Background: an optimization exercise with open tools, aiming at small area, a short achievable clock period and few clock cycles. Do not read the settings as production practice. Function was checked by simulation only, so behaviour that the tests miss may differ from the original. Power is estimated from default activity; no workload was simulated.

==> flow/design.v <==
module fchain_rom (
    input  wire [3:0]  bank,
    input  wire [4:0]  phi,
    input  wire        pass,
    output reg         two,
    output reg  [5:0]  act,
    output reg  [19:0] sel,
    output reg  [35:0] d0,
    output reg  [35:0] d1,
    output reg  [35:0] d2,
    output reg  [35:0] d3,
    output reg  [35:0] d4,
    output reg  [35:0] d5
);
    always @(*) begin
        two = 1'b0;
        act = 6'd0;
        sel = 20'd0;
        d0 = 36'd0;
        d1 = 36'd0;
        d2 = 36'd0;
        d3 = 36'd0;
        d4 = 36'd0;
        d5 = 36'd0;
        case ({bank, phi, pass})
            {4'd0, 5'd0, 1'b0}: begin act = 6'h01; sel = 20'h00001; d0 = 36'h200000000; end
            {4'd1, 5'd0, 1'b0}: begin act = 6'h07; sel = 20'h00007; d0 = 36'h040000000; d1 = 36'h380000000; d2 = 36'h040000000; end
            {4'd2, 5'd0, 1'b0}: begin act = 6'h1f; sel = 20'h0001f; d0 = 36'h008000000; d1 = 36'h040000000; d2 = 36'h0b0000000; d3 = 36'h040000000; d4 = 36'h008000000; end
            {4'd3, 5'd0, 1'b0}: begin act = 6'h3f; sel = 20'h048bf; d0 = 36'h000200000; d1 = 36'h00e000000; d2 = 36'h015000000; d3 = 36'h046000000; d4 = 36'h042c00000; d5 = 36'h046000000; end
            {4'd4, 5'd0, 1'b0}: begin act = 6'h01; sel = 20'h00001; d0 = 36'h200000000; end
            {4'd5, 5'd0, 1'b0}: begin act = 6'h1f; sel = 20'h0001f; d0 = 36'h008000000; d1 = 36'h040000000; d2 = 36'h0b0000000; d3 = 36'h040000000; d4 = 36'h008000000; end
            {4'd6, 5'd0, 1'b0}: begin act = 6'h3f; sel = 20'h048bf; d0 = 36'h000200000; d1 = 36'h00e000000; d2 = 36'h015000000; d3 = 36'h046000000; d4 = 36'h042c00000; d5 = 36'h046000000; end
            {4'd7, 5'd0, 1'b0}: begin act = 6'h3f; sel = 20'h9247f; d0 = 36'h000210c41; d1 = 36'h001c0d18d; d2 = 36'h005b72cae; d3 = 36'h005a72a30; d4 = 36'h016545568; d5 = 36'h068381c0e; end
            {4'd7, 5'd1, 1'b0}: begin act = 6'h3f; sel = 20'h0003f; two = 1'b1; d0 = 36'h001c6806e; d1 = 36'h005428548; d2 = 36'h02a149cb1; d3 = 36'h00d249a01; d4 = 36'h06d58e570; d5 = 36'h071249c4e; end
            {4'd7, 5'd1, 1'b1}: begin act = 6'h0f; sel = 20'h42a00; d0 = 36'h001b8dc55; d1 = 36'h006009241; d2 = 36'h000371071; d3 = 36'h000571a6e; end
            {4'd7, 5'd2, 1'b0}: begin act = 6'h3f; sel = 20'h0003f; two = 1'b1; d0 = 36'h000571a6e; d1 = 36'h000371071; d2 = 36'h006009241; d3 = 36'h001b8dc55; d4 = 36'h071249c4e; d5 = 36'h06d58e570; end
            {4'd7, 5'd2, 1'b1}: begin act = 6'h0f; sel = 20'h42a00; d0 = 36'h00d249a01; d1 = 36'h02a149cb1; d2 = 36'h005428548; d3 = 36'h001c6806e; end
            {4'd8, 5'd0, 1'b0}: begin act = 6'h07; sel = 20'h00007; d0 = 36'h040000000; d1 = 36'h380000000; d2 = 36'h040000000; end
            {4'd9, 5'd0, 1'b0}: begin act = 6'h3f; sel = 20'h9247f; d0 = 36'h000040000; d1 = 36'h001b80000; d2 = 36'h00da40000; d3 = 36'h010c00000; d4 = 36'h069380000; d5 = 36'h040a00000; end
            {4'd10, 5'd0, 1'b0}: begin act = 6'h3f; sel = 20'h9247f; d0 = 36'h0011702ad; d1 = 36'h000b80241; d2 = 36'h005cb0356; d3 = 36'h001b4e201; d4 = 36'h009149b71; d5 = 36'h015368168; end
            {4'd10, 5'd1, 1'b0}: begin act = 6'h3f; sel = 20'h0003f; two = 1'b1; d0 = 36'h000041031; d1 = 36'h005b81a46; d2 = 36'h000ab1180; d3 = 36'h008190a86; d4 = 36'h015009aa8; d5 = 36'h00aa86045; end
            {4'd10, 5'd1, 1'b1}: begin act = 6'h0f; sel = 20'h42a00; d0 = 36'h002b4d0a9; d1 = 36'h005a10b80; d2 = 36'h00534da46; d3 = 36'h001a002b1; end
            {4'd10, 5'd2, 1'b0}: begin act = 6'h3f; sel = 20'h2913f; d0 = 36'h000549286; d1 = 36'h005ab1c41; d2 = 36'h00534d00e; d3 = 36'h00da6d269; d4 = 36'h015c4db68; d5 = 36'h015c4db68; end
            {4'd10, 5'd3, 1'b0}: begin act = 6'h3f; sel = 20'h0003f; two = 1'b1; d0 = 36'h001a002b1; d1 = 36'h00534da46; d2 = 36'h005a10b80; d3 = 36'h002b4d0a9; d4 = 36'h00aa86045; d5 = 36'h015009aa8; end
            {4'd10, 5'd3, 1'b1}: begin act = 6'h0f; sel = 20'h42a00; d0 = 36'h008190a86; d1 = 36'h000ab1180; d2 = 36'h005b81a46; d3 = 36'h000041031; end
            {4'd11, 5'd0, 1'b0}: begin act = 6'h0f; sel = 20'h0000f; d0 = 36'h000188180; d1 = 36'h001aa954e; d2 = 36'h002a2e2ae; d3 = 36'h001b50005; end
            {4'd11, 5'd1, 1'b0}: begin act = 6'h07; sel = 20'h00007; d0 = 36'h001a6db49; d1 = 36'h002a2d0a8; d2 = 36'h001a6db49; end
            {4'd11, 5'd2, 1'b0}: begin act = 6'h0f; sel = 20'h0000f; d0 = 36'h001b50005; d1 = 36'h002a2e2ae; d2 = 36'h001aa954e; d3 = 36'h000188180; end
            {4'd11, 5'd3, 1'b0}: begin act = 6'h0f; sel = 20'h0000f; d0 = 36'h001b89540; d1 = 36'h002a30085; d2 = 36'h0011400b0; d3 = 36'h0001892a9; end
            {4'd11, 5'd4, 1'b0}: begin act = 6'h0f; sel = 20'h0000f; d0 = 36'h001c4d389; d1 = 36'h002b4856d; d2 = 36'h00100dc71; d3 = 36'h000170249; end
            {4'd11, 5'd5, 1'b0}: begin act = 6'h0f; sel = 20'h0000f; d0 = 36'h001c0122d; d1 = 36'h002b45208; d2 = 36'h001049b95; d3 = 36'h000169a0d; end
            {4'd11, 5'd6, 1'b0}: begin act = 6'h0f; sel = 20'h0000f; d0 = 36'h000540a45; d1 = 36'h002b71b48; d2 = 36'h001396256; d3 = 36'h00014db80; end
            {4'd11, 5'd7, 1'b0}: begin act = 6'h0f; sel = 20'h0000f; d0 = 36'h000285006; d1 = 36'h002b81a0d; d2 = 36'h001355555; d3 = 36'h00003218e; end
            {4'd11, 5'd8, 1'b0}: begin act = 6'h0f; sel = 20'h0000f; d0 = 36'h00024518d; d1 = 36'h002c50c00; d2 = 36'h001210140; d3 = 36'h00000e406; end
            {4'd11, 5'd9, 1'b0}: begin act = 6'h0f; sel = 20'h0000f; d0 = 36'h000200cb1; d1 = 36'h002c69031; d2 = 36'h001250b96; d3 = 36'h000068589; end
            {4'd11, 5'd10, 1'b0}: begin act = 6'h0f; sel = 20'h0000f; d0 = 36'h000341356; d1 = 36'h002c01205; d2 = 36'h001595c00; d3 = 36'h000050c70; end
            {4'd11, 5'd11, 1'b0}: begin act = 6'h0f; sel = 20'h0000f; d0 = 36'h000388a48; d1 = 36'h001548589; d2 = 36'h001548589; d3 = 36'h000388a48; end
            {4'd11, 5'd12, 1'b0}: begin act = 6'h0f; sel = 20'h0000f; d0 = 36'h000050c70; d1 = 36'h001595c00; d2 = 36'h002c01205; d3 = 36'h000341356; end
            {4'd11, 5'd13, 1'b0}: begin act = 6'h0f; sel = 20'h0000f; d0 = 36'h000068589; d1 = 36'h001250b96; d2 = 36'h002c69031; d3 = 36'h000200cb1; end
            {4'd11, 5'd14, 1'b0}: begin act = 6'h0f; sel = 20'h0000f; d0 = 36'h00000e406; d1 = 36'h001210140; d2 = 36'h002c50c00; d3 = 36'h00024518d; end
            {4'd11, 5'd15, 1'b0}: begin act = 6'h0f; sel = 20'h0000f; d0 = 36'h00003218e; d1 = 36'h001355555; d2 = 36'h002b81a0d; d3 = 36'h000285006; end
            {4'd11, 5'd16, 1'b0}: begin act = 6'h0f; sel = 20'h0000f; d0 = 36'h00014db80; d1 = 36'h001396256; d2 = 36'h002b71b48; d3 = 36'h000540a45; end
            {4'd11, 5'd17, 1'b0}: begin act = 6'h0f; sel = 20'h0000f; d0 = 36'h000169a0d; d1 = 36'h001049b95; d2 = 36'h002b45208; d3 = 36'h001c0122d; end
            {4'd11, 5'd18, 1'b0}: begin act = 6'h0f; sel = 20'h0000f; d0 = 36'h000170249; d1 = 36'h00100dc71; d2 = 36'h002b4856d; d3 = 36'h001c4d389; end
            {4'd11, 5'd19, 1'b0}: begin act = 6'h0f; sel = 20'h0000f; d0 = 36'h0001892a9; d1 = 36'h0011400b0; d2 = 36'h002a30085; d3 = 36'h001b89540; end
            default: ;
        endcase
    end
endmodule
module fchain_booth #(
    parameter ND = 12,
    parameter PW = 32 + 2 * ND
) (
    input  wire [31:0]     a,
    input  wire [3*ND-1:0] dg,
    input  wire [PW-1:0]   c,
    output wire [PW-1:0]   ps,
    output wire [PW-1:0]   pc,
    output wire [PW-1:0]   p
);
    wire [32:0] a1 = {a[31], a};
    wire [32:0] a2 = {a, 1'b0};
    wire [PW-1:0] row [0:ND+1];
    genvar j;
    generate
        for (j = 0; j < ND; j = j + 1) begin : g_row
            wire one = dg[3*j], two = dg[3*j+1], neg = dg[3*j+2];
            wire [32:0] pp = (({33{one}} & a1) | ({33{two}} & a2)) ^ {33{neg}};
            if (j == 0) begin : g_first
                assign row[j] = {{(PW-35){1'b0}}, ~pp[32], pp[32], pp[32:0]};
            end else begin : g_next
                wire [PW-1:0] t = {{(PW-36){1'b0}}, 1'b1, ~pp[32], pp[31:0], 1'b0, dg[3*j-1]};
                assign row[j] = t << (2*j - 2);
            end
        end
    endgenerate
    assign row[ND]   = {{(PW-1){1'b0}}, dg[3*ND-1]} << (2*ND - 2);
    assign row[ND+1] = c;
    wire [(ND+2)*PW-1:0] rows;
    generate
        for (j = 0; j <= ND + 1; j = j + 1) begin : g_pack
            assign rows[j*PW +: PW] = row[j];
        end
    endgenerate
    fchain_csa #(.N(ND + 2), .W(PW)) u_csa (.x(rows), .s(ps), .c(pc));
    assign p = ps + pc;
endmodule
module fchain_csa #(
    parameter N = 13,
    parameter W = 56
) (
    input  wire [N*W-1:0] x,
    output wire [W-1:0]   s,
    output wire [W-1:0]   c
);
    function integer f_rows(input integer l);
        integer k, n;
        begin
            n = N;
            for (k = 0; k < l; k = k + 1)
                n = 2 * (n / 3) + n % 3;
            f_rows = n;
        end
    endfunction
    function integer f_levels(input integer dummy);
        integer k;
        begin
            k = 0;
            while (f_rows(k) > 2)
                k = k + 1;
            f_levels = k;
        end
    endfunction
    localparam NL = f_levels(0);
    wire [N*W-1:0] lv [0:NL];
    assign lv[0] = x;
    genvar l, g;
    generate
        for (l = 0; l < NL; l = l + 1) begin : g_lev
            localparam NI = f_rows(l);
            localparam NG = NI / 3;
            for (g = 0; g < NG; g = g + 1) begin : g_fa
                wire [W-1:0] a = lv[l][(3*g)*W +: W];
                wire [W-1:0] b = lv[l][(3*g+1)*W +: W];
                wire [W-1:0] d = lv[l][(3*g+2)*W +: W];
                wire [W-1:0] mj = (a & b) | (a & d) | (b & d);
                assign lv[l+1][(2*g)*W +: W]   = a ^ b ^ d;
                assign lv[l+1][(2*g+1)*W +: W] = {mj[W-2:0], 1'b0};
            end
            for (g = 0; g < NI % 3; g = g + 1) begin : g_pass
                assign lv[l+1][(2*NG+g)*W +: W] = lv[l][(3*NG+g)*W +: W];
            end
            if (N > 2*NG + NI % 3) begin : g_pad
                assign lv[l+1][N*W-1:(2*NG+NI%3)*W] = {((N-2*NG-NI%3)*W){1'b0}};
            end
        end
    endgenerate
    assign s = lv[NL][W-1:0];
    generate
        if (f_rows(NL) > 1) begin : g_c
            assign c = lv[NL][2*W-1:W];
        end else begin : g_nc
            assign c = {W{1'b0}};
        end
    endgenerate
endmodule
module fchain_benc #(
    parameter BW = 16,
    parameter ND = (BW + 1) / 2
) (
    input  wire [BW-1:0]   b,
    output wire [3*ND-1:0] dg
);
    wire [2*ND:0] be = {{(2*ND-BW+1){b[BW-1]}}, b, 1'b0};
    genvar j;
    generate
        for (j = 0; j < ND; j = j + 1) begin : g_dig
            wire b2 = be[2*j+2], b1 = be[2*j+1], b0 = be[2*j];
            assign dg[3*j]   = b1 ^ b0;
            assign dg[3*j+1] = (b2 & ~b1 & ~b0) | (~b2 & b1 & b0);
            assign dg[3*j+2] = b2 & ~(b1 & b0);
        end
    endgenerate
endmodule
module fchain (
    input  wire        clk,
    input  wire        rst,
    output reg         in_ready,
    input  wire        in_valid,
    input  wire [31:0] in_value,
    input  wire        in_missing,
    input  wire        cfg_valid,
    input  wire [3:0]  cfg_bank,
    input  wire [31:0] cfg_gain,
    input  wire [31:0] cfg_offset,
    output reg         out_valid,
    output reg  [31:0] out_value,
    output reg         out_missing,
    output reg         out_settling,
    output reg         out_ovr,
    output reg  [3:0]  out_gap_count
);
    localparam HLEN = 78;               
    localparam NS   = 11;               
    localparam NU   = 6;                
    localparam SELW = 20;               
    localparam DW   = 36;               
    function [6:0] f_taps(input [3:0] b);
        case (b)
            4'd0:  f_taps = 7'd1;
            4'd1:  f_taps = 7'd3;
            4'd2:  f_taps = 7'd5;
            4'd3:  f_taps = 7'd9;
            4'd4:  f_taps = 7'd1;
            4'd5:  f_taps = 7'd5;
            4'd6:  f_taps = 7'd9;
            4'd7:  f_taps = 7'd31;
            4'd8:  f_taps = 7'd3;
            4'd9:  f_taps = 7'd11;
            4'd10: f_taps = 7'd41;
            4'd11: f_taps = 7'd79;
            default: f_taps = 7'd1;
        endcase
    endfunction
    function [4:0] f_r(input [3:0] b);
        case (b)
            4'd7:  f_r = 5'd3;
            4'd10: f_r = 5'd4;
            4'd11: f_r = 5'd20;
            default: f_r = 5'd1;
        endcase
    endfunction
    function f_two(input [3:0] b, input [4:0] ph);
        f_two = ((b == 4'd7) && (ph == 5'd1 || ph == 5'd2)) ||
                ((b == 4'd10) && (ph == 5'd1 || ph == 5'd3));
    endfunction
    function [4:0] f_rphi(input [3:0] b);
        case (b)
            4'd11: f_rphi = 5'd2;
            default: f_rphi = 5'd0;
        endcase
    endfunction
    reg  [3:0]  bank;
    reg  [47:0] gain_dg;                
    wire [47:0] a_gain_dg;
    reg  [31:0] offset;
    reg  [31:0] hold;
    reg  [6:0]  miss_run;
    reg         need_restart;
    reg         restarted;
    reg  [6:0]  since_restart;
    reg  [4:0]  phase;
    reg         after_cfg;              
    reg  [HLEN:0] sub_hist;             
    wire [6:0]  taps  = f_taps(bank);
    wire [4:0]  dec_r = f_r(bank);
    reg         a_valid;
    reg         a_cfg;
    reg         a_rp;                   
    reg  [31:0] a_value;
    reg         a_missing;
    reg  [3:0]  a_bank;
    reg  [31:0] a_gain;
    reg  [31:0] a_offset;
    fchain_benc #(.BW(32)) u_genc (.b(a_gain), .dg(a_gain_dg));
    wire take = in_ready && (in_valid || cfg_valid);
    wire b_go = a_valid && !a_rp;       
    wire [3:0] bank_n  = (b_go && a_cfg) ? a_bank : bank;
    wire       rp_arm  = (b_go ? a_cfg : after_cfg) && (bank_n != 4'd0) && (bank_n != 4'd4);
    wire need_rp = in_valid && !cfg_valid && in_missing && rp_arm;
    wire [4:0] phase_n = !b_go ? phase : a_cfg ? 5'd0 :
                         (phase == dec_r - 5'd1) ? 5'd0 : phase + 5'd1;
    wire       two_arm = f_two(bank_n, phase_n);
    wire need_bub = in_valid && !cfg_valid && two_arm;
    wire        b_in        = b_go && !a_cfg;
    wire        restart_now = need_restart && !a_missing;
    wire [31:0] sub_value   = a_missing ? hold : a_value;
    wire [6:0]  miss_next   = a_missing ? (miss_run == 7'd127 ? miss_run : miss_run + 7'd1)
                                        : 7'd0;
    wire        restarted_n = restarted || restart_now;
    wire [6:0]  since_n     = restart_now ? 7'd1 :
                              (since_restart == 7'd127 ? since_restart : since_restart + 7'd1);
    wire        settle_n    = !restarted_n || (since_n < taps);
    reg         b_valid;
    reg         b_cfg;
    reg  [31:0] b_x;
    reg         b_restart;
    reg         b_outpos;
    reg  [4:0]  b_phi;
    reg         b_settle;
    reg         b_miss;
    wire [63:0] s1_ss_n, s1_sc_n, s1_sp_n;
    fchain_booth #(.ND(16)) u_scale (
        .a(b_x), .dg(gain_dg), .c({{2{offset[31]}}, offset, 30'd536870912}),
        .ps(s1_ss_n), .pc(s1_sc_n), .p(s1_sp_n));
    wire [HLEN:0] gap_bits;
    genvar gg;
    generate
        for (gg = 0; gg <= HLEN; gg = gg + 1) begin : g_gap
            assign gap_bits[gg] = sub_hist[gg] && (gg < taps);
        end
    endgenerate
    wire [31:0] gap_grp;
    wire [79:0] gap_pad = {1'b0, gap_bits};
    wire [159:0] gap_num;                 
    genvar gq;
    generate
        for (gq = 0; gq < 80; gq = gq + 1) begin : g_num
            assign gap_num[gq*2 +: 2] = {1'b0, gap_pad[gq]};
        end
        for (gq = 0; gq < 8; gq = gq + 1) begin : g_grp
            wire [3:0] cnt;
            fchain_popc #(.N(10), .W(4)) u_popc (
                .x({{2'b00, gap_num[gq*20+18 +: 2]}, {2'b00, gap_num[gq*20+16 +: 2]},
                    {2'b00, gap_num[gq*20+14 +: 2]}, {2'b00, gap_num[gq*20+12 +: 2]},
                    {2'b00, gap_num[gq*20+10 +: 2]}, {2'b00, gap_num[gq*20+8 +: 2]},
                    {2'b00, gap_num[gq*20+6 +: 2]},  {2'b00, gap_num[gq*20+4 +: 2]},
                    {2'b00, gap_num[gq*20+2 +: 2]},  {2'b00, gap_num[gq*20 +: 2]}}),
                .n(cnt));
            assign gap_grp[gq*4 +: 4] = cnt;
        end
    endgenerate
    reg         s1_valid;
    reg         s1_cfg;
    reg  [63:0] s1_ss;
    reg  [63:0] s1_sc;
    reg  [3:0]  s1_bank;
    reg         s1_restart;
    reg         s1_outpos;
    reg  [4:0]  s1_phi;
    reg         s1_settle;
    reg         s1_miss;
    reg  [31:0] s1_gap;
    wire [6:0]  gap_cnt;
    fchain_popc #(.N(8), .W(7)) u_gsum (
        .x({{3'd0, s1_gap[31:28]}, {3'd0, s1_gap[27:24]}, {3'd0, s1_gap[23:20]},
            {3'd0, s1_gap[19:16]}, {3'd0, s1_gap[15:12]}, {3'd0, s1_gap[11:8]},
            {3'd0, s1_gap[7:4]},   {3'd0, s1_gap[3:0]}}),
        .n(gap_cnt));
    wire [63:0] sc_sum = s1_ss + s1_sc;
    wire [33:0] sc_sh  = sc_sum[63:30];
    wire        sc_hi  = !sc_sh[33] && (sc_sh[32:31] != 2'b00);
    wire        sc_lo  =  sc_sh[33] && (sc_sh[32:31] != 2'b11);
    wire [31:0] sc_y   = sc_hi ? 32'h7fff_ffff : sc_lo ? 32'h8000_0000 : sc_sh[31:0];
    wire        sc_sat = sc_hi || sc_lo;
    reg  [6:0]  since_sat;              
    wire [6:0]  since_sat_n = sc_sat ? 7'd0 :
                              (since_sat == 7'd127 ? since_sat : since_sat + 7'd1);
    wire [6:0]  s1_taps = f_taps(s1_bank);
    wire [7:0]  s1_span = {1'b0, s1_taps} + {2'b00, s1_taps[6:1]};
    reg  [31:0] hist [0:HLEN-1];        
    reg  [6:0]  depth;                  
    localparam RP_IDLE = 2'd0, RP_WAIT = 2'd1, RP_ROT = 2'd2;
    reg  [1:0]  rp_state;
    reg  [6:0]  rp_cnt;
    reg  [4:0]  rp_phi;
    reg         p2_pend;                
    wire        rp_rot  = (rp_state == RP_ROT);
    wire        rp_adv  = rp_rot && !p2_pend;           
    wire [6:0]  rp_idx  = 7'd77 - rp_cnt;              
    wire        rp_feed = rp_adv && (rp_idx < taps - 7'd1);
    wire [31:0] rp_y    = (rp_idx < depth) ? hist[HLEN-1] : 32'd0;
    wire        s2_in    = s1_valid && !s1_cfg;
    wire [3:0]  tok_bank = rp_feed ? bank   : s1_bank;
    wire [4:0]  tok_phi  = rp_feed ? rp_phi : s1_phi;
    wire [31:0] m1_y_n   = rp_feed ? rp_y   : sc_y;
    wire        s2_p1  = s2_in || rp_feed;              
    reg         m1_valid;
    reg         m1_cfg;
    reg         m1_emit;                
    reg         m1_restart;
    reg         m1_outpos;
    reg  [31:0] m1_y;
    reg  [3:0]  m1_bank;
    reg  [4:0]  m1_phi;
    reg         m1_pass;                
    wire [NU-1:0] rom_act;
    wire [SELW-1:0] rom_sel;
    wire        rom_two;
    wire [DW-1:0] rd [0:NU-1];
    fchain_rom u_rom (
        .bank(m1_bank), .phi(m1_phi), .pass(m1_pass), .two(rom_two),
        .act(rom_act), .sel(rom_sel),
        .d0(rd[0]), .d1(rd[1]), .d2(rd[2]), .d3(rd[3]), .d4(rd[4]), .d5(rd[5])
    );
    reg         m1_settle;
    reg         m1_miss;
    reg  [3:0]  m1_gap;
    reg         m1_ovrw;
    wire [34:0] ps_n [0:NU-1];
    wire [34:0] pc_n [0:NU-1];
    wire [NU-1:0] cy_n;
    genvar gp;
    generate
        for (gp = 0; gp < NU; gp = gp + 1) begin : g_prod
            wire [55:0] pf;
            wire [55:0] pf_s, pf_c;
            fchain_booth #(.ND(12)) u_mul (.a(m1_y), .dg(rd[gp]), .c(56'd0),
                                           .ps(pf_s), .pc(pf_c), .p(pf));
            wire [21:0] lo = {1'b0, pf_s[20:0]} + {1'b0, pf_c[20:0]};
            assign ps_n[gp] = pf_s[55:21];
            assign pc_n[gp] = pf_c[55:21];
            assign cy_n[gp] = lo[21];
        end
    endgenerate
    reg         m2_valid;
    reg         m2_cfg;
    reg         m2_emit;
    reg         m2_restart;
    reg         m2_outpos;
    reg  [34:0] m2_ps [0:NU-1];
    reg  [34:0] m2_pc [0:NU-1];
    reg  [NU-1:0] m2_cy;
    wire [34:0] m2_p [0:NU-1];
    genvar gr;
    generate
        for (gr = 0; gr < NU; gr = gr + 1) begin : g_res
            assign m2_p[gr] = m2_ps[gr] + m2_pc[gr] + {34'd0, m2_cy[gr]};
        end
    endgenerate
    reg  [SELW-1:0] m2_sel;
    reg         m2_settle;
    reg         m2_miss;
    reg  [3:0]  m2_gap;
    reg         m2_ovrw;
    reg  [33:0] acc [0:NS-1];
    reg  [33:0] res [0:NS-1];
    reg         acc_clr;                
    wire [34:0] tp [0:NS-1];
    wire [SELW-1:0] sl = m2_sel;
    assign tp[0]  = {35{sl[0]}} & m2_p[0];
    assign tp[1]  = {35{sl[1]}} & m2_p[1];
    assign tp[2]  = {35{sl[2]}} & m2_p[2];
    assign tp[3]  = {35{sl[3]}} & m2_p[3];
    assign tp[4]  = {35{sl[4]}} & m2_p[4];
    assign tp[5]  = {35{sl[5]}} & m2_p[5];
    assign tp[6]  = ({35{sl[6]}}  & m2_p[4]) | ({35{sl[7]}}  & m2_p[2]) |
                    ({35{sl[8]}}  & m2_p[3]) | ({35{sl[9]}}  & m2_p[0]);
    assign tp[7]  = ({35{sl[10]}} & m2_p[3]) | ({35{sl[11]}} & m2_p[1]) |
                    ({35{sl[12]}} & m2_p[2]);
    assign tp[8]  = ({35{sl[13]}} & m2_p[2]) | ({35{sl[14]}} & m2_p[0]) |
                    ({35{sl[15]}} & m2_p[1]);
    assign tp[9]  = ({35{sl[16]}} & m2_p[1]) | ({35{sl[17]}} & m2_p[0]) |
                    ({35{sl[18]}} & m2_p[3]);
    assign tp[10] = {35{sl[19]}} & m2_p[0];
    integer ai;
    always @(*) begin
        for (ai = 0; ai < NS; ai = ai + 1)
            res[ai] = (m2_restart ? 34'd0 : acc[ai]) + tp[ai][34:1] + {33'd0, tp[ai][0]};
    end
    reg         o_valid;
    reg  [33:0] o_fir;
    reg         o_settle;
    reg         o_miss;
    reg  [3:0]  o_gap;
    reg         o_ovrw;
    wire        fir_hi = !o_fir[33] && (o_fir[32:31] != 2'b00);
    wire        fir_lo =  o_fir[33] && (o_fir[32:31] != 2'b11);
    wire [31:0] fir_y  = fir_hi ? 32'h7fff_ffff : fir_lo ? 32'h8000_0000 : o_fir[31:0];
    wire        o_mis  = o_miss || o_settle;
    integer i;
    always @(posedge clk) begin
        if (rst) begin
            in_ready      <= 1'b1;
            a_valid       <= 1'b0;
            a_rp          <= 1'b0;
            bank          <= 4'd0;
            gain_dg       <= 48'h2000_0000_0000;    
            offset        <= 32'd0;
            hold          <= 32'd0;
            miss_run      <= 7'd0;
            need_restart  <= 1'b1;
            restarted     <= 1'b0;
            since_restart <= 7'd0;
            phase         <= 5'd0;
            after_cfg     <= 1'b0;
            sub_hist      <= {(HLEN+1){1'b0}};
            b_valid       <= 1'b0;
            s1_valid      <= 1'b0;
            since_sat     <= 7'd127;
            depth         <= 7'd0;
            rp_state      <= RP_IDLE;
            p2_pend       <= 1'b0;
            m1_valid      <= 1'b0;
            m2_valid      <= 1'b0;
            o_valid       <= 1'b0;
            out_valid     <= 1'b0;
        end else begin
            if (b_go || !a_valid) begin
                a_valid  <= take;
                a_rp     <= take && need_rp;
                in_ready <= !(take && (need_rp || need_bub));
            end else if (rp_adv && rp_cnt == 7'd77) begin
                a_rp     <= 1'b0;
                in_ready <= 1'b1;
            end
            b_valid <= b_go;
            if (b_go && a_cfg) begin
                bank         <= a_bank;
                gain_dg      <= a_gain_dg;
                offset       <= a_offset;
                phase        <= 5'd0;
                need_restart <= 1'b1;
                restarted    <= 1'b0;
                after_cfg    <= 1'b1;
            end
            if (b_in) begin
                phase     <= (phase == dec_r - 5'd1) ? 5'd0 : phase + 5'd1;
                if (!a_missing)
                    hold <= a_value;
                miss_run      <= miss_next;
                need_restart  <= (need_restart && a_missing) || (miss_next >= taps);
                restarted     <= restarted_n;
                since_restart <= since_n;
                after_cfg     <= 1'b0;
                sub_hist      <= {sub_hist[HLEN-1:0], a_missing};
            end
            s1_valid <= b_valid;
            if (s2_in) begin
                since_sat <= since_sat_n;
                depth     <= s1_restart ? 7'd1 : (depth == HLEN ? depth : depth + 7'd1);
            end
            case (rp_state)
                RP_IDLE: if (a_valid && a_rp) begin
                    rp_state <= RP_WAIT;
                end
                RP_WAIT: begin
                    if (rp_cnt == 7'd1)
                        rp_state <= RP_ROT;
                end
                default: begin
                    if (rp_adv && rp_cnt == 7'd77)
                        rp_state <= RP_IDLE;
                end
            endcase
            p2_pend  <= !p2_pend && s2_p1 && f_two(tok_bank, tok_phi);
            m1_valid <= s1_valid || rp_feed || p2_pend;
            m2_valid  <= m1_valid;
            o_valid   <= m2_valid && m2_emit;
            out_valid <= o_valid;
        end
    end
    always @(posedge clk) begin
        if (in_ready) begin
            a_value   <= in_value;
            a_missing <= in_missing;
            a_cfg     <= cfg_valid;
            a_bank    <= cfg_bank;
            a_gain    <= cfg_gain;
            a_offset  <= cfg_offset;
        end
        b_cfg     <= a_cfg;
        b_x       <= sub_value;
        b_restart <= restart_now;
        b_outpos  <= (phase == 5'd0);
        b_phi     <= phase;
        b_settle  <= settle_n;
        b_miss    <= a_missing;
        s1_cfg     <= b_cfg;
        s1_ss      <= s1_ss_n;
        s1_sc      <= s1_sc_n;
        s1_bank    <= bank;
        s1_restart <= b_restart;
        s1_outpos  <= b_outpos;
        s1_phi     <= b_phi;
        s1_settle  <= b_settle;
        s1_miss    <= b_miss;
        s1_gap     <= gap_grp;
        if (s2_in || rp_adv) begin
            for (i = HLEN - 1; i > 0; i = i - 1)
                hist[i] <= hist[i-1];
            hist[0] <= rp_rot ? hist[HLEN-1] : sc_y;
        end
        case (rp_state)
            RP_IDLE: rp_cnt <= 7'd0;
            RP_WAIT: begin
                rp_cnt <= (rp_cnt == 7'd1) ? 7'd0 : rp_cnt + 7'd1;
                rp_phi <= f_rphi(bank);
            end
            default: if (rp_adv) begin
                rp_cnt <= rp_cnt + 7'd1;
                if (rp_feed)
                    rp_phi <= (rp_phi == dec_r - 5'd1) ? 5'd0 : rp_phi + 5'd1;
            end
        endcase
        m1_cfg     <= s1_cfg && !p2_pend;
        m1_emit    <= s2_in && s1_outpos && !p2_pend;
        m1_restart <= s2_in && s1_restart && !p2_pend;
        m1_outpos  <= p2_pend ? 1'b0 : rp_feed ? (rp_phi == 5'd0) : s1_outpos;
        if (!p2_pend) begin
            m1_y    <= m1_y_n;
            m1_bank <= tok_bank;
            m1_phi  <= tok_phi;
        end
        m1_pass    <= p2_pend;
        m1_settle  <= s1_settle;
        m1_miss    <= s1_miss;
        m1_gap     <= (gap_cnt > 7'd15) ? 4'd15 : gap_cnt[3:0];
        m1_ovrw    <= ({1'b0, since_sat_n} < s1_span);
        m2_cfg     <= m1_cfg;
        m2_emit    <= m1_emit;
        m2_restart <= m1_restart;
        m2_outpos  <= m1_outpos;
        for (i = 0; i < NU; i = i + 1)
        begin
            m2_ps[i] <= ps_n[i];
            m2_pc[i] <= pc_n[i];
            m2_cy[i] <= cy_n[i];
        end
        m2_sel     <= rom_sel;
        m2_settle  <= m1_settle;
        m2_miss    <= m1_miss;
        m2_gap     <= m1_gap;
        m2_ovrw    <= m1_ovrw;
        acc_clr <= rst;
        if (acc_clr || (m2_valid && m2_cfg)) begin
            for (i = 0; i < NS; i = i + 1)
                acc[i] <= 34'd0;
        end else if (m2_valid && m2_outpos) begin
            for (i = 0; i < NS - 1; i = i + 1)
                acc[i] <= res[i+1];
            acc[NS-1] <= 34'd0;
        end else if (m2_valid) begin
            for (i = 0; i < NS; i = i + 1)
                acc[i] <= res[i];
        end
        o_fir    <= res[0];
        o_settle <= m2_settle;
        o_miss   <= m2_miss;
        o_gap    <= m2_gap;
        o_ovrw   <= m2_ovrw;
        out_value     <= o_mis ? 32'd0 : fir_y;
        out_missing   <= o_mis;
        out_settling  <= o_settle;
        out_ovr       <= fir_hi || fir_lo || o_ovrw;
        out_gap_count <= o_gap;
    end
endmodule
module fchain_popc #(
    parameter N = 10,
    parameter W = 4
) (
    input  wire [N*W-1:0] x,
    output wire [W-1:0]   n
);
    wire [W-1:0] cs_s, cs_c;
    fchain_csa #(.N(N), .W(W)) u_csa (.x(x), .s(cs_s), .c(cs_c));
    assign n = cs_s + cs_c;
endmodule
==> flow/run.sh <==
#!/bin/bash
# synth_recipe.tcl (not shown) runs the flow's synth.tcl, then flattens the netlist and writes it again
# the make line also repeats each setting of config.mk as NAME=value (left out here)
make -C /OpenROAD-flow-scripts/flow DESIGN_CONFIG=/design/flow/config.mk WORK_HOME=/design/flow/orfs CLKGATE_MAP_FILE= SYNTH_SCRIPT=/design/flow/synth_recipe.tcl finish
==> flow/config.mk <==
export PLATFORM = sky130hd
export DESIGN_NAME = fchain
export DESIGN_NICKNAME = fchain
export VERILOG_FILES = /design/flow/design.v
export SDC_FILE = /design/flow/constraint.sdc
export NUM_CORES = 4
export LEC_CHECK = 0
export CAP_MARGIN = 20
export CORE_MARGIN = 2
export CORE_UTILIZATION = 50
export PLACE_DENSITY = 0.6
export SLEW_MARGIN = 20
==> flow/constraint.sdc <==
create_clock -name core_clock -period 30.0 [get_ports {clk}]
set_input_delay 6.0000 -clock core_clock [delete_from_list [all_inputs] [get_ports {clk}]]
set_output_delay 6.0000 -clock core_clock [all_outputs]
set_load 0.01 [all_outputs]
==> out/qor.txt, run 1 <==
GLOBAL ROUTE
--------------------------------------------------------------------------------
Largest net degree at the start of global routing                            202
Wire length of the first global-routing pass                             1250 mm
Via count of the first global-routing pass                                  193k
Number of antenna violations at the first check in global routing             41
Total congestion overflow after global routing                                 0
GRT Overall Usage                                                          0.293

YOSYS
--------------------------------------------------------------------------------
Synthesis-stage register bit count                                          4021
Dominant cell by count in the synthesized netlist                   sky130_fd_sc_hd__inv_1
Commonest cells in the netlist                                      3314 x sky130_fd_sc_hd__inv_1, 2651 x sky130_fd_sc_hd__edfxtp_1, 2276 x sky130_fd_sc_hd__fa_1
Asr flop ratio synth                                                           0
Area share of the leading cell type in the synthesized netlist             0.285
Mapped Avg Cell Area                                                   10.8 um^2
Cell variety after synth                                                     110
Primary flip-flop cell chosen by synthesis mapping                  sky130_fd_sc_hd__edfxtp_1
Syn. warnings                                                                 18
Cell type with the largest total area after synthesis               sky130_fd_sc_hd__edfxtp_1
Syn_nets                                                                   30.2k
Post-synthesis sequential area ratio                                       0.383
Cell types occupying the most area after synthesis                  sky130_fd_sc_hd__edfxtp_1 28%, sky130_fd_sc_hd__fa_1 16%, sky130_fd_sc_hd__dfxtp_1 9.8%
Number of enable-type register cells in the synthesized netlist             2651
Area of the mapped netlist                                           280000 um^2
Cell count after synthesis                                                 25.9k

CLOCK TREE
--------------------------------------------------------------------------------
Worst-case clock buffer depth                                                  4
Clk latency of the worst-skew pair                                       1.07 ns
Clock tree from TritonCTS                                                    yes
Buffer type at the clock tree root                                  sky130_fd_sc_hd__clkbuf_16
CTS buffer count                                                             422
Clock transition at the registers of the reported paths                  0.06 ns
Post-CTS sizing                                                                0
Post-CTS setup buffer count                                                    0
CTS Hold Buffers Added                                                         0
Total number of clock tree sinks                                            4021
Max H-tree Level                                                               5

WORST SETUP PATH
--------------------------------------------------------------------------------
Depth of the worst register-to-register path                                  34
Highest cell delay on the worst timing path                              0.77 ns
Worst-path cell with the longest stage delay                        sky130_fd_sc_hd__or4_1
Largest driver fanout on the critical path                                    33
Sort of element at the start of the critical path                           flop
Crit path arrival time                                                   9.55 ns
Required time of the critical path                                      30.90 ns
CP Class                                                              reg -> reg
Category of the worst setup path capture point                              flop

PLACEMENT
--------------------------------------------------------------------------------
Post-placement worst setup slack                                        21.38 ns
Half-perimeter wire length after placement                                591 mm
GP Congestion                                                              0.985
Number of buffer cells added on primary ports                                145

PWR
--------------------------------------------------------------------------------
Reg power frac                                                             0.340
Net switching share of the total power                                     0.404
Total power per unit cell area                                      63.6 nW/um^2
Part of the power in the clock network                                     0.275
Worst vdd rail ir drop                                                 0.0843 mV
Internal power of the cells                                              11.5 mW
Combinational share of power                                               0.385
Switching power total                                                    7.79 mW
Overall Power                                                            19.3 mW
Static leakage power                                                      124 nW

FINAL LAYOUT
--------------------------------------------------------------------------------
Layout cells sized above 1                                                0.0606
Count of nets after finishing                                              29.5k
Fraction of the core area covered by cells at the end of the flow          0.544
Layout overhead on the synthesized area                                    8.45%

DRT
--------------------------------------------------------------------------------
Iteration count of the initial detailed-routing pass                           8
Vias per Instance                                                           5.86
Vias                                                                        194k
Post-route DRC violation count                                                 0
First-iteration detailed-routing DRC count                                 20.7k
Total Wirelength                                                          842 mm
Average routed wire per standard cell                                    25.5 um
Count of nets left with antenna violations after detail routing                0

HOLD PATH
--------------------------------------------------------------------------------
Hold path depth                                                                0
Hold crit path type                                                   reg -> reg

STA
--------------------------------------------------------------------------------
Worst setup margin                                                      21.34 ns
Final total negative setup slack                                            0 ns
Setup violation total in the final timing report                               0
Final-report max-slew violation count                                          0
Clock period minus final worst setup slack                               8.66 ns
Setup repair after global routing missed its margin                           no
Worst slew margin                                                         0.0628
Share of the clock period used by the worst path after layout              0.289
Final hold violation count                                                     0
Transition at the pin with the smallest max-transition slack             1.41 ns
Max frequency                                                            116 MHz
Final setup skew                                                        0.145 ns

RUN STATUS
--------------------------------------------------------------------------------
Result of the run                                       timing/DRC/antenna clean

RUN
--------------------------------------------------------------------------------
Max-cap violation count                                                        0

DIE
--------------------------------------------------------------------------------
Horizontal extent of the die                                              752 um
Starting density of the core                                               0.502
Number of top-level pins                                                     146
Die Height                                                                752 um
Rows                                                                         274
Area of the die                                                      565000 um^2
Floorplan Core Area                                                  557000 um^2

-- cells by family (layout without fill, tap and decap cells) --
group | after synthesis | count (layout) | synth area share
buffers and inverters | 5086 | 4752 | 0.0686
XOR/XNOR | 2686 | 2686 | 0.0842
multiplexers | 289 | 289 | 0.0106
AO/OA/AOI/OAI | 5296 | 5296 | 0.130
other | 0 | 32 | 0
adder cells (fa/ha/maj) | 4188 | 4188 | 0.248
flip-flops | 4021 | 4021 | 0.383
AND/OR/NAND/NOR | 4358 | 4358 | 0.0758
-- through the flow --
step           instances  cell area (um^2)  hold slack (ns)
2_1_floorplan      25900            280000            0.310
4_1_cts            33000            303000            0.325
3_3_place_gp       32300            289000            0.311
3_5_place_dp       32300            289000            0.312
5_1_grt            33000            303000            0.329
6_report           33100            303000            0.324
-- metal layers --
metal,share of wire,track usage,up-vias
met5,0.00012,0.000505,-
met4,0.053,0.136,16
met3,0.091,0.0626,1765
met2,0.43,0.435,8814
met1,0.43,0.410,96400
li1,-,-,86800
-- final timing paths --
check / start / slack [ns] / to
worst min register to register: b_phi[0] / 0.32 / s1_phi[0]
worst max-delay path: m1_phi[0] / 21.34 / m2_cy[4]
worst max register to register: m1_phi[0] / 21.34 / m2_cy[4]
worst min-delay path: b_phi[0] / 0.32 / s1_phi[0]
-- cell type report --
class	count	area, um^2
timing repair buffer	634	5440
inverter	3331	12500
clock inverter	258	2980
fill	48400	254000
multi-input combinational	16800	155000
sequential	4021	107000
antenna	32	80.1
clock buffer	529	11200
tap	7452	9320
-- flip-flops by register name, indices dropped and copies added (netlist names), 34 cells and up --
register,cells
hist,2496
acc,374
m2_pc,210
m2_ps,207
sub_hist,79
s1_ss,58
s1_sc,57
gain_dg,48
o_fir,34
-- power by group through the flow --
| stage | logic, mW | registers (mW) | clock network, mW |
|---|---|---|---|
| after floorplan | 4.05 | 6.64 | 0 |
| after global placement | 7.18 | 6.66 | 0 |
| after detailed placement | 7.24 | 6.66 | 0 |
| after CTS | 7.28 | 6.55 | 5.46 |
| after global routing | 7.92 | 6.58 | 5.66 |
| final | 7.42 | 6.55 | 5.31 |
-- layout by cell type, fill, tap and decap left out, types with 455 or more instances in the layout --
cell type                     n
sky130_fd_sc_hd__and2_1     455
sky130_fd_sc_hd__xor2_1    1069
sky130_fd_sc_hd__dfxtp_1   1297
sky130_fd_sc_hd__o21ai_0    598
sky130_fd_sc_hd__fa_1      2276
sky130_fd_sc_hd__a21oi_1   1102
sky130_fd_sc_hd__a22oi_1   1904
sky130_fd_sc_hd__nor2b_1    548
sky130_fd_sc_hd__nor2_1    1007
sky130_fd_sc_hd__inv_1     3313
sky130_fd_sc_hd__nand2_1   1277
sky130_fd_sc_hd__ha_1      1912
sky130_fd_sc_hd__edfxtp_1  2651
sky130_fd_sc_hd__buf_4      463
sky130_fd_sc_hd__xnor2_1   1535
-- critical path: cells and delay by family, from the launching register on --
family          cells  cell delay, ns
simple gates       14            3.18
fa+ha+maj           7            2.77
buf+inv             6            1.00
compound gates      7            0.87
flops               1            0.71
Testbench counts, summed over its fixed seeds: cycles 19,051.
==> run 2: changes to the inputs <==
--- a/flow/design.v
+++ b/flow/design.v
@@ -324,4 +324,6 @@
     reg         s1_cfg;
-    reg  [63:0] s1_ss;
-    reg  [63:0] s1_sc;
+    wire [30:0] s1_lo_n = {1'b0, s1_ss_n[29:0]} + {1'b0, s1_sc_n[29:0]};
+    reg  [33:0] s1_ss;
+    reg  [33:0] s1_sc;
+    reg         s1_cy;
     reg  [3:0]  s1_bank;
@@ -339,4 +341,3 @@
         .n(gap_cnt));
-    wire [63:0] sc_sum = s1_ss + s1_sc;
-    wire [33:0] sc_sh  = sc_sum[63:30];
+    wire [33:0] sc_sh  = s1_ss + s1_sc + {33'd0, s1_cy};
     wire        sc_hi  = !sc_sh[33] && (sc_sh[32:31] != 2'b00);
@@ -543,3 +544,3 @@
     always @(posedge clk) begin
-        if (in_ready) begin
+        if (!(a_valid && a_rp)) begin
             a_value   <= in_value;
@@ -559,4 +560,5 @@
         s1_cfg     <= b_cfg;
-        s1_ss      <= s1_ss_n;
-        s1_sc      <= s1_sc_n;
+        s1_ss      <= s1_ss_n[63:30];
+        s1_sc      <= s1_sc_n[63:30];
+        s1_cy      <= s1_lo_n[30];
         s1_bank    <= bank;
--- a/flow/config.mk
+++ b/flow/config.mk
@@ -9,4 +9,4 @@
 export CORE_MARGIN = 2
-export CORE_UTILIZATION = 50
-export PLACE_DENSITY = 0.6
+export CORE_UTILIZATION = 40
+export PLACE_DENSITY = 0.55
 export SLEW_MARGIN = 20
==> run 2 against run 1 <==
  * Clock-buffer cell count is 2 lower
  * Via count down 0.11%
  * Clock skew shrank 0.048 ns
  * Final area up 0.83%
  * Core utilization down 10 points
  * Non-clock buffer count up 68
  * First-iteration DRC count fell by 7.2%
  * Clock power grew 3%
  * Highest routed layer unchanged
==> out/qor.txt, run 2 <==
WORST SETUP PATH
--------------------------------------------------------------------------------
CP Class                                                              reg -> reg   unchanged
Category of the worst setup path capture point                              flop   unchanged
Required time of the critical path                                      30.91 ns   was 30.90 ns
Largest driver fanout on the critical path                                    29   was 33
Worst-path cell with the longest stage delay                        sky130_fd_sc_hd__nor4_1   was sky130_fd_sc_hd__or4_1
Crit-path leading delay family                                       adder cells   was simple AND/OR/NAND/NOR gates
Cell seen most often among critical-path stages                     sky130_fd_sc_hd__fa_1
Cell count along the critical path                                            27   was 34
Highest cell delay on the worst timing path                              0.96 ns   was 0.77 ns
Crit path arrival time                                                  10.30 ns   was 9.55 ns
Depth of the worst register-to-register path                                  27   was 34
Sort of element at the start of the critical path                           flop   unchanged
Buffers and inverters on the worst path                                        5   was 6

GLOBAL ROUTE
--------------------------------------------------------------------------------
Wire length of the first global-routing pass                             1300 mm   was 1250 mm
Number of antenna violations at the first check in global routing             43   was 41
Largest net degree at the start of global routing                            202   unchanged
GRT Overall Usage                                                          0.242   was 0.293
Via count of the first global-routing pass                                  196k   was 193k
Total congestion overflow after global routing                                 0   unchanged

DRT
--------------------------------------------------------------------------------
Post-route DRC violation count                                                 0   unchanged
Total Wirelength                                                          872 mm   was 842 mm
Count of nets left with antenna violations after detail routing                0   unchanged
Average routed wire per standard cell                                    25.0 um   was 25.5 um
First-iteration detailed-routing DRC count                                 19.2k   was 20.7k
Vias per Instance                                                           5.54   was 5.86
Iteration count of the initial detailed-routing pass                           8   unchanged
Vias                                                                        194k   about the same

YOSYS
--------------------------------------------------------------------------------
Cell type with the largest total area after synthesis               sky130_fd_sc_hd__edfxtp_1   unchanged
Dominant cell by count in the synthesized netlist                   sky130_fd_sc_hd__inv_1   unchanged
Area of the mapped netlist                                           279000 um^2   was 280000 um^2
Cell types occupying the most area after synthesis                  sky130_fd_sc_hd__edfxtp_1 29%, sky130_fd_sc_hd__fa_1 16%, sky130_fd_sc_hd__dfxtp_1 9.5%   was sky130_fd_sc_hd__edfxtp_1 28%, sky130_fd_sc_hd__fa_1 16%, sky130_fd_sc_hd__dfxtp_1 9.8%
Primary flip-flop cell chosen by synthesis mapping                  sky130_fd_sc_hd__edfxtp_1   unchanged
Area share of the leading cell type in the synthesized netlist             0.285   about the same
Syn. warnings                                                                 18   unchanged
Mapped Avg Cell Area                                                   10.8 um^2   about the same
Commonest cells in the netlist                                      3354 x sky130_fd_sc_hd__inv_1, 2651 x sky130_fd_sc_hd__edfxtp_1, 2278 x sky130_fd_sc_hd__fa_1   was 3314 x sky130_fd_sc_hd__inv_1, 2651 x sky130_fd_sc_hd__edfxtp_1, 2276 x sky130_fd_sc_hd__fa_1
Syn_nets                                                                   30.2k   about the same
Synthesis-stage register bit count                                          3975   was 4021
Number of enable-type register cells in the synthesized netlist             2651   unchanged
Cell count after synthesis                                                 25.9k   about the same
Asr flop ratio synth                                                           0   unchanged
Post-synthesis sequential area ratio                                       0.380   was 0.383
Cell variety after synth                                                     112   was 110

STA
--------------------------------------------------------------------------------
Hold Worst Slack                                                        0.322 ns   was 0.324 ns
Final total negative setup slack                                            0 ns   unchanged
Final setup skew                                                       0.0968 ns   was 0.145 ns
Transition at the pin with the smallest max-transition slack             1.32 ns   was 1.41 ns
Setup repair after global routing missed its margin                           no   unchanged
Max frequency                                                            106 MHz   was 116 MHz
Setup violation total in the final timing report                               0   unchanged
Clock period minus final worst setup slack                               9.39 ns   was 8.66 ns
Worst slew margin                                                          0.117   was 0.0628
Worst setup margin                                                      20.61 ns   was 21.34 ns
Final hold violation count                                                     0   unchanged
Share of the clock period used by the worst path after layout              0.313   was 0.289
Final-report max-slew violation count                                          0   unchanged

PLACEMENT
--------------------------------------------------------------------------------
GP Congestion                                                              0.950   was 0.985
Number of buffer cells added on primary ports                                145   unchanged
Post-placement worst setup slack                                        20.74 ns   was 21.38 ns
Half-perimeter wire length after placement                                610 mm   was 591 mm
Count of placed standard cells including taps                              34.1k   was 32.3k

DIE
--------------------------------------------------------------------------------
Number of top-level pins                                                     146   unchanged
Floorplan Core Area                                                  695000 um^2   was 557000 um^2
Starting density of the core                                               0.402   was 0.502
Rows                                                                         306   was 274
Horizontal extent of the die                                              839 um   was 752 um
Area of the die                                                      704000 um^2   was 565000 um^2
Die Height                                                                839 um   was 752 um

PWR
--------------------------------------------------------------------------------
Overall Power                                                            19.4 mW   was 19.3 mW
Static leakage power                                                      123 nW   was 124 nW
Total power per unit cell area                                      63.4 nW/um^2   was 63.6 nW/um^2
Worst vdd rail ir drop                                                 0.0998 mV   was 0.0843 mV

FINAL LAYOUT
--------------------------------------------------------------------------------
Count of nets after finishing                                              29.6k   was 29.5k
Layout cells sized above 1                                                0.0622   was 0.0606
Layout overhead on the synthesized area                                    9.55%   was 8.45%
Number of flip-flops under the largest register name                        2496   unchanged
Largest registers                                                   hist x2496, acc x374, m2_pc x210   unchanged
Top reg by flops                                                            hist   unchanged
Top library cells by usage in the layout, fill and taps aside       3353 x sky130_fd_sc_hd__inv_1, 2651 x sky130_fd_sc_hd__edfxtp_1, 2278 x sky130_fd_sc_hd__fa_1   was 3313 x sky130_fd_sc_hd__inv_1, 2651 x sky130_fd_sc_hd__edfxtp_1, 2276 x sky130_fd_sc_hd__fa_1
Most common library cell in the layout ignoring fill and taps       sky130_fd_sc_hd__inv_1   unchanged
Number of standard cells in the final layout excluding fillers             34.9k   was 33.1k

RUN
--------------------------------------------------------------------------------
Max-cap violation count                                                        0   unchanged

CLOCK TREE
--------------------------------------------------------------------------------
Clock transition at the registers of the reported paths                  0.07 ns   was 0.06 ns
Buffer type at the clock tree root                                  sky130_fd_sc_hd__clkbuf_16   unchanged
Worst-case clock buffer depth                                                  4   unchanged
Post-CTS setup buffer count                                                    0   unchanged
Post-CTS sizing                                                                0   unchanged
Clk latency of the worst-skew pair                                       1.07 ns   about the same
CTS Hold Buffers Added                                                         0   unchanged
Total number of clock tree sinks                                            3975   was 4021
Clock tree from TritonCTS                                                    yes   unchanged
CTS buffer count                                                             430   was 422
Max H-tree Level                                                               5   unchanged

HOLD PATH
--------------------------------------------------------------------------------
Hold crit path type                                                   reg -> reg   unchanged
Hold path depth                                                                0   unchanged

RUN STATUS
--------------------------------------------------------------------------------
Result of the run                                       timing/DRC/antenna clean   unchanged

run 2: cell count changes after synthesis, moves of 23 or more:
cell / change
sky130_fd_sc_hd__inv_1: +40
sky130_fd_sc_hd__nand2_1: -77
sky130_fd_sc_hd__xor2_1: +97
sky130_fd_sc_hd__clkbuf_1: +33
sky130_fd_sc_hd__a21oi_1: -52
sky130_fd_sc_hd__buf_2: -30
sky130_fd_sc_hd__a21o_1: -23
sky130_fd_sc_hd__nor2b_1: -26
sky130_fd_sc_hd__nor2_1: +34
sky130_fd_sc_hd__o21ai_0: +119
sky130_fd_sc_hd__xnor2_1: -108
sky130_fd_sc_hd__o221ai_1: +36
sky130_fd_sc_hd__dfxtp_1: -46
sky130_fd_sc_hd__o21ai_1: -31
run 2: report_power, final:
part	internal [mW]	switching (mW)
combinational	2.17	5.35
sequential	6.23	0.163
clock	3.16	2.31
total	11.6	7.83
run 2: final timing paths:
path	from	to	slack, ns
max reg2reg	m1_bank[1]	m2_cy[2]	20.61
min	b_outpos	s1_outpos	0.32
max	m1_bank[1]	m2_cy[2]	20.61
min reg2reg	b_outpos	s1_outpos	0.32
run 2: kinds of logic after synthesis:
group                      share of synthesized area
AOI/OAI and AO/OA                              0.131
xor gates and xnor gates                      0.0841
adders and majority gates                      0.249
buffers and inverters                         0.0693
DFF                                            0.380
muxes                                         0.0111
and+or+nand+nor                               0.0756
run 2: worst register-to-register path: cells and delay by family, from the launching register on:
| family | cells | cell delay, ns |
|---|---|---|
| fa+ha+maj | 7 | 2.90 |
| simple gates | 8 | 2.53 |
| xor+xnor | 1 | 0.12 |
| flops | 1 | 0.64 |
| compound gates | 6 | 1.18 |
| buf+inv | 5 | 1.98 |
run 2: routing by layer:
layer  GRT usage  routed length (um)  vias to the layer above
met4       0.108               45500                       44
met2       0.376              385000                     7887
met1       0.328              371000                    96800
met5    0.000678                 356                        -
li1            -                   -                    87100
met3      0.0475               69500                     1847
run 2: per-stage QoR:
step           utilization  instance area, um^2
5_1_grt              0.440               306000
4_1_cts              0.440               306000
2_1_floorplan            -               279000
3_5_place_dp         0.419               291000
3_3_place_gp         0.419               291000
6_report             0.440               306000
run 2: area by class of cell:
cell class	count	area, um^2
Antenna cell	10	25.0
Clock buffer	527	11500
Clock inverter	274	3090
Fill cell	65100	389000
Inverter	3371	12700
Multi-Input combinational cell	16800	155000
Sequential cell	3975	106000
Tap cell	9240	11600
Timing Repair Buffer	702	5900
Testbench counts of run 2, summed over its fixed seeds: cycles 19,051.
==> run 3: changes to the inputs <==
--- a/flow/config.mk
+++ b/flow/config.mk
@@ -10,2 +10,4 @@
 export CORE_UTILIZATION = 40
+export CTS_CLUSTER_DIAMETER = 100
+export CTS_CLUSTER_SIZE = 25
 export PLACE_DENSITY = 0.55
==> run 3 against run 2 <==
  * Still clean on timing, DRC and antenna
  * Combinational power is essentially flat
  * Clock power shrank 37%
  * Clock-buffer cell count shrank 243
  * Critical path type unchanged
  * Largest cell class unchanged
==> out/qor.txt, run 3 <==
RUN STATUS
--------------------------------------------------------------------------------
Result of the run                                       timing/DRC/antenna clean   unchanged

YOSYS
--------------------------------------------------------------------------------
Cell count after synthesis                                                 25.9k   unchanged
Mapped Avg Cell Area                                                   10.8 um^2   unchanged
Number of enable-type register cells in the synthesized netlist             2651   unchanged
Asr flop ratio synth                                                           0   unchanged
Syn. warnings                                                                 18   unchanged
Primary flip-flop cell chosen by synthesis mapping                  sky130_fd_sc_hd__edfxtp_1   unchanged
Syn_nets                                                                   30.2k   unchanged
Area of the mapped netlist                                           279000 um^2   unchanged
Cell type with the largest total area after synthesis               sky130_fd_sc_hd__edfxtp_1   unchanged
Commonest cells in the netlist                                      3354 x sky130_fd_sc_hd__inv_1, 2651 x sky130_fd_sc_hd__edfxtp_1, 2278 x sky130_fd_sc_hd__fa_1   unchanged
Area share of the leading cell type in the synthesized netlist             0.285   unchanged
Post-synthesis sequential area ratio                                       0.380   unchanged
Dominant cell by count in the synthesized netlist                   sky130_fd_sc_hd__inv_1   unchanged
Cell types occupying the most area after synthesis                  sky130_fd_sc_hd__edfxtp_1 29%, sky130_fd_sc_hd__fa_1 16%, sky130_fd_sc_hd__dfxtp_1 9.5%   unchanged
Synthesis-stage register bit count                                          3975   unchanged
Cell variety after synth                                                     112   unchanged

RUN
--------------------------------------------------------------------------------
Max-cap violation count                                                        0   unchanged

PLACEMENT
--------------------------------------------------------------------------------
Placement-stage cell area                                            291000 um^2   unchanged
Half-perimeter wire length after placement                                610 mm   unchanged
Number of buffer cells added on primary ports                                145   unchanged
GP Congestion                                                              0.950   unchanged
Post-placement worst setup slack                                        20.74 ns   unchanged

PWR
--------------------------------------------------------------------------------
Total power per unit cell area                                      58.2 nW/um^2   was 63.4 nW/um^2
Internal power of the cells                                              9.91 mW   was 11.6 mW
Switching power total                                                    7.45 mW   was 7.83 mW
Part of the power in the clock network                                     0.199   was 0.282
Reg power frac                                                             0.368   was 0.330
Worst vdd rail ir drop                                                  0.102 mV   was 0.0998 mV
Combinational share of power                                               0.433   was 0.388
Net switching share of the total power                                     0.429   was 0.404
Static leakage power                                                      120 nW   was 123 nW

WORST SETUP PATH
--------------------------------------------------------------------------------
Largest driver fanout on the critical path                                    29   unchanged
Category of the worst setup path capture point                              flop   unchanged
Sort of element at the start of the critical path                           flop   unchanged
Worst-path cell with the longest stage delay                        sky130_fd_sc_hd__nor4_1   unchanged
Highest cell delay on the worst timing path                              0.98 ns   was 0.96 ns
Required time of the critical path                                      30.85 ns   was 30.91 ns
CP Class                                                              reg -> reg   unchanged
Crit-path leading delay family                                       adder cells   unchanged
Cell seen most often among critical-path stages                     sky130_fd_sc_hd__fa_1   unchanged
Crit path arrival time                                                  10.34 ns   was 10.30 ns
Buffers and inverters on the worst path                                        5   unchanged

GLOBAL ROUTE
--------------------------------------------------------------------------------
Total congestion overflow after global routing                                 0   unchanged
Largest net degree at the start of global routing                            202   unchanged
Wire length of the first global-routing pass                             1290 mm   was 1300 mm
GRT Overall Usage                                                          0.240   was 0.242
Via count of the first global-routing pass                                  194k   was 196k
Number of antenna violations at the first check in global routing             42   was 43

STA
--------------------------------------------------------------------------------
Transition at the pin with the smallest max-transition slack             1.32 ns   about the same
Worst slew margin                                                          0.115   was 0.117
Hold Worst Slack                                                        0.334 ns   was 0.322 ns
Clock period minus final worst setup slack                               9.49 ns   was 9.39 ns
Final setup skew                                                       0.0895 ns   was 0.0968 ns
Final-report max-slew violation count                                          0   unchanged
Final total negative setup slack                                            0 ns   unchanged
Setup repair after global routing missed its margin                           no   unchanged
Setup violation total in the final timing report                               0   unchanged
Worst setup margin                                                      20.51 ns   was 20.61 ns
Share of the clock period used by the worst path after layout              0.316   was 0.313
Final hold violation count                                                     0   unchanged
Max frequency                                                            105 MHz   was 106 MHz

DRT
--------------------------------------------------------------------------------
Count of nets left with antenna violations after detail routing                0   unchanged
Post-route DRC violation count                                                 0   unchanged
Vias                                                                        192k   was 194k
First-iteration detailed-routing DRC count                                 19.4k   was 19.2k
Iteration count of the initial detailed-routing pass                          10   was 8
Vias per Instance                                                           5.58   was 5.54
Total Wirelength                                                          866 mm   was 872 mm
Average routed wire per standard cell                                    25.1 um   was 25.0 um

CLOCK TREE
--------------------------------------------------------------------------------
Post-CTS sizing                                                                0   unchanged
Post-CTS setup buffer count                                                    0   unchanged
CTS Hold Buffers Added                                                         0   unchanged
Clk latency of the worst-skew pair                                       1.04 ns   was 1.07 ns
Total number of clock tree sinks                                            3975   unchanged
CTS buffer count                                                             219   was 430
Max H-tree Level                                                               4   was 5
Worst-case clock buffer depth                                                  4   unchanged
Clock transition at the registers of the reported paths                  0.09 ns   was 0.07 ns
Buffer type at the clock tree root                                  sky130_fd_sc_hd__clkbuf_16   unchanged
Clock tree from TritonCTS                                                    yes   unchanged

FINAL LAYOUT
--------------------------------------------------------------------------------
Top library cells by usage in the layout, fill and taps aside       3353 x sky130_fd_sc_hd__inv_1, 2651 x sky130_fd_sc_hd__edfxtp_1, 2278 x sky130_fd_sc_hd__fa_1   unchanged
Layout cells sized above 1                                                0.0489   was 0.0622
Largest registers                                                   hist x2496, acc x374, m2_pc x210   unchanged
Count of nets after finishing                                              29.4k   was 29.6k
Fraction of the core area covered by cells at the end of the flow          0.429   was 0.440
Layout overhead on the synthesized area                                    6.90%   was 9.55%
Most common library cell in the layout ignoring fill and taps       sky130_fd_sc_hd__inv_1   unchanged
Top reg by flops                                                            hist   unchanged
Number of flip-flops under the largest register name                        2496   unchanged
Design area                                                          298000 um^2   was 306000 um^2

DIE
--------------------------------------------------------------------------------
Die Height                                                                839 um   unchanged
Floorplan Core Area                                                  695000 um^2   unchanged
Area of the die                                                      704000 um^2   unchanged
Starting density of the core                                               0.402   unchanged
Horizontal extent of the die                                              839 um   unchanged
Rows                                                                         306   unchanged
Number of top-level pins                                                     146   unchanged

HOLD PATH
--------------------------------------------------------------------------------
Hold crit path type                                                   reg -> reg   unchanged

==> run 3: layer usage <==
metal / up-vias / wire [um] / global-route usage
li1: 86400 / - / -
met1: 96700 / 371000 / 0.328
met2: 7600 / 384000 / 0.375
met3: 1626 / 65900 / 0.0428
met4: 40 / 43700 / 0.104
met5: - / 324 / 0.000678
==> run 3: power by group through the flow <==
stage / combinational [mW] / sequential (mW) / clock [mW]
4_1_cts: 7.45 / 6.39 / 3.61
3_3_place_gp: 7.35 / 6.51 / 0
6_report: 7.52 / 6.38 / 3.46
2_1_floorplan: 4.13 / 6.54 / 0
3_5_place_dp: 7.40 / 6.51 / 0
5_1_grt: 8.09 / 6.41 / 3.78
==> run 3: cell families after synthesis <==
| family | synth area share |
|---|---|
| adder cells (fa/ha/maj) | 0.249 |
| XOR/XNOR | 0.0841 |
| multiplexers | 0.0111 |
| flip-flops | 0.380 |
| AND/OR/NAND/NOR | 0.0756 |
| AO/OA/AOI/OAI | 0.131 |
| buffers and inverters | 0.0693 |
==> run 3: cell type report <==
cell class	count	area (um^2)
Multi-Input combinational cell	16800	155000
Clock inverter	81	1380
Antenna cell	22	55.1
Timing Repair Buffer	701	5880
Clock buffer	284	5820
Tap cell	9240	11600
Inverter	3371	12700
Fill cell	65600	397000
Sequential cell	3975	106000
==> run 3: through the flow <==
| step | power (mW) | cells |
|---|---|---|
| floorplan | 10.7 | 25900 |
| global placement | 13.9 | 34100 |
| detailed placement | 13.9 | 34100 |
| CTS | 17.4 | 34500 |
| global route | 18.3 | 34500 |
| finish | 17.4 | 34500 |
==> run 3: worst paths after layout <==
kind / start / end / cells past startpoint / slack (ns)
hold / removal: m2_gap[1] / o_gap[1] / 0 / 0.33
hold reg to reg: m2_gap[1] / o_gap[1] / 0 / 0.33
setup reg to reg: m1_bank[1] / m2_cy[2] / 27 / 20.51
setup / recovery: m1_bank[1] / m2_cy[2] / 27 / 20.51
==> run 3: worst reg2reg max path, cell delays in order (launching register included) <==
cell and delay [ns]:
sky130_fd_sc_hd__edfxtp_1 0.64, sky130_fd_sc_hd__nor4b_2 0.27, sky130_fd_sc_hd__buf_4 0.20, sky130_fd_sc_hd__nand3_1 0.09
sky130_fd_sc_hd__buf_4 0.57, sky130_fd_sc_hd__inv_1 0.64, sky130_fd_sc_hd__nor4_1 0.98, sky130_fd_sc_hd__nand3_1 0.85
sky130_fd_sc_hd__buf_4 0.55, sky130_fd_sc_hd__a22oi_1 0.25, sky130_fd_sc_hd__xnor2_1 0.12, sky130_fd_sc_hd__fa_1 0.52
sky130_fd_sc_hd__fa_1 0.58, sky130_fd_sc_hd__fa_1 0.44, sky130_fd_sc_hd__fa_1 0.50, sky130_fd_sc_hd__inv_1 0.05
sky130_fd_sc_hd__ha_1 0.27, sky130_fd_sc_hd__ha_1 0.28, sky130_fd_sc_hd__ha_1 0.31, sky130_fd_sc_hd__nor2b_1 0.13
sky130_fd_sc_hd__o21ai_0 0.17, sky130_fd_sc_hd__nand2b_1 0.08, sky130_fd_sc_hd__a21oi_1 0.16, sky130_fd_sc_hd__nor2b_1 0.07
sky130_fd_sc_hd__o21ai_0 0.16, sky130_fd_sc_hd__nand2b_1 0.07, sky130_fd_sc_hd__a221oi_1 0.31, sky130_fd_sc_hd__o21ai_1 0.12

[what the ideal ports hide]
The flow's constraints put no driver on any port. The routed layouts listed below were extracted and timed again, unchanged, in two steps. Step 1, drivers: a clkbuf_16 drives clk and a buf_2 each remaining input, both assumed. Step 2 adds t to the input delays and takes it off the output delays; t is the mean of the earliest and latest rising clock arrival at the registers after step 1. Input paths then give back, and output paths get back, about the clock's delay inside the block. Slacks: ideal ports / drivers / drivers and shift; pairs: ideal ports / drivers.
run	t, ns	setup WS [ns]	worst setup path at the end	pins driven straight from the clock port
run 1	1.133	21.342 / 21.342 / 21.342	register to register	1
run 2	1.165	20.610 / 20.610 / 20.610	register to register	1
run 3	1.126	20.512 / 20.512 / 20.512	register to register	1
After both steps every run listed still meets setup and hold.
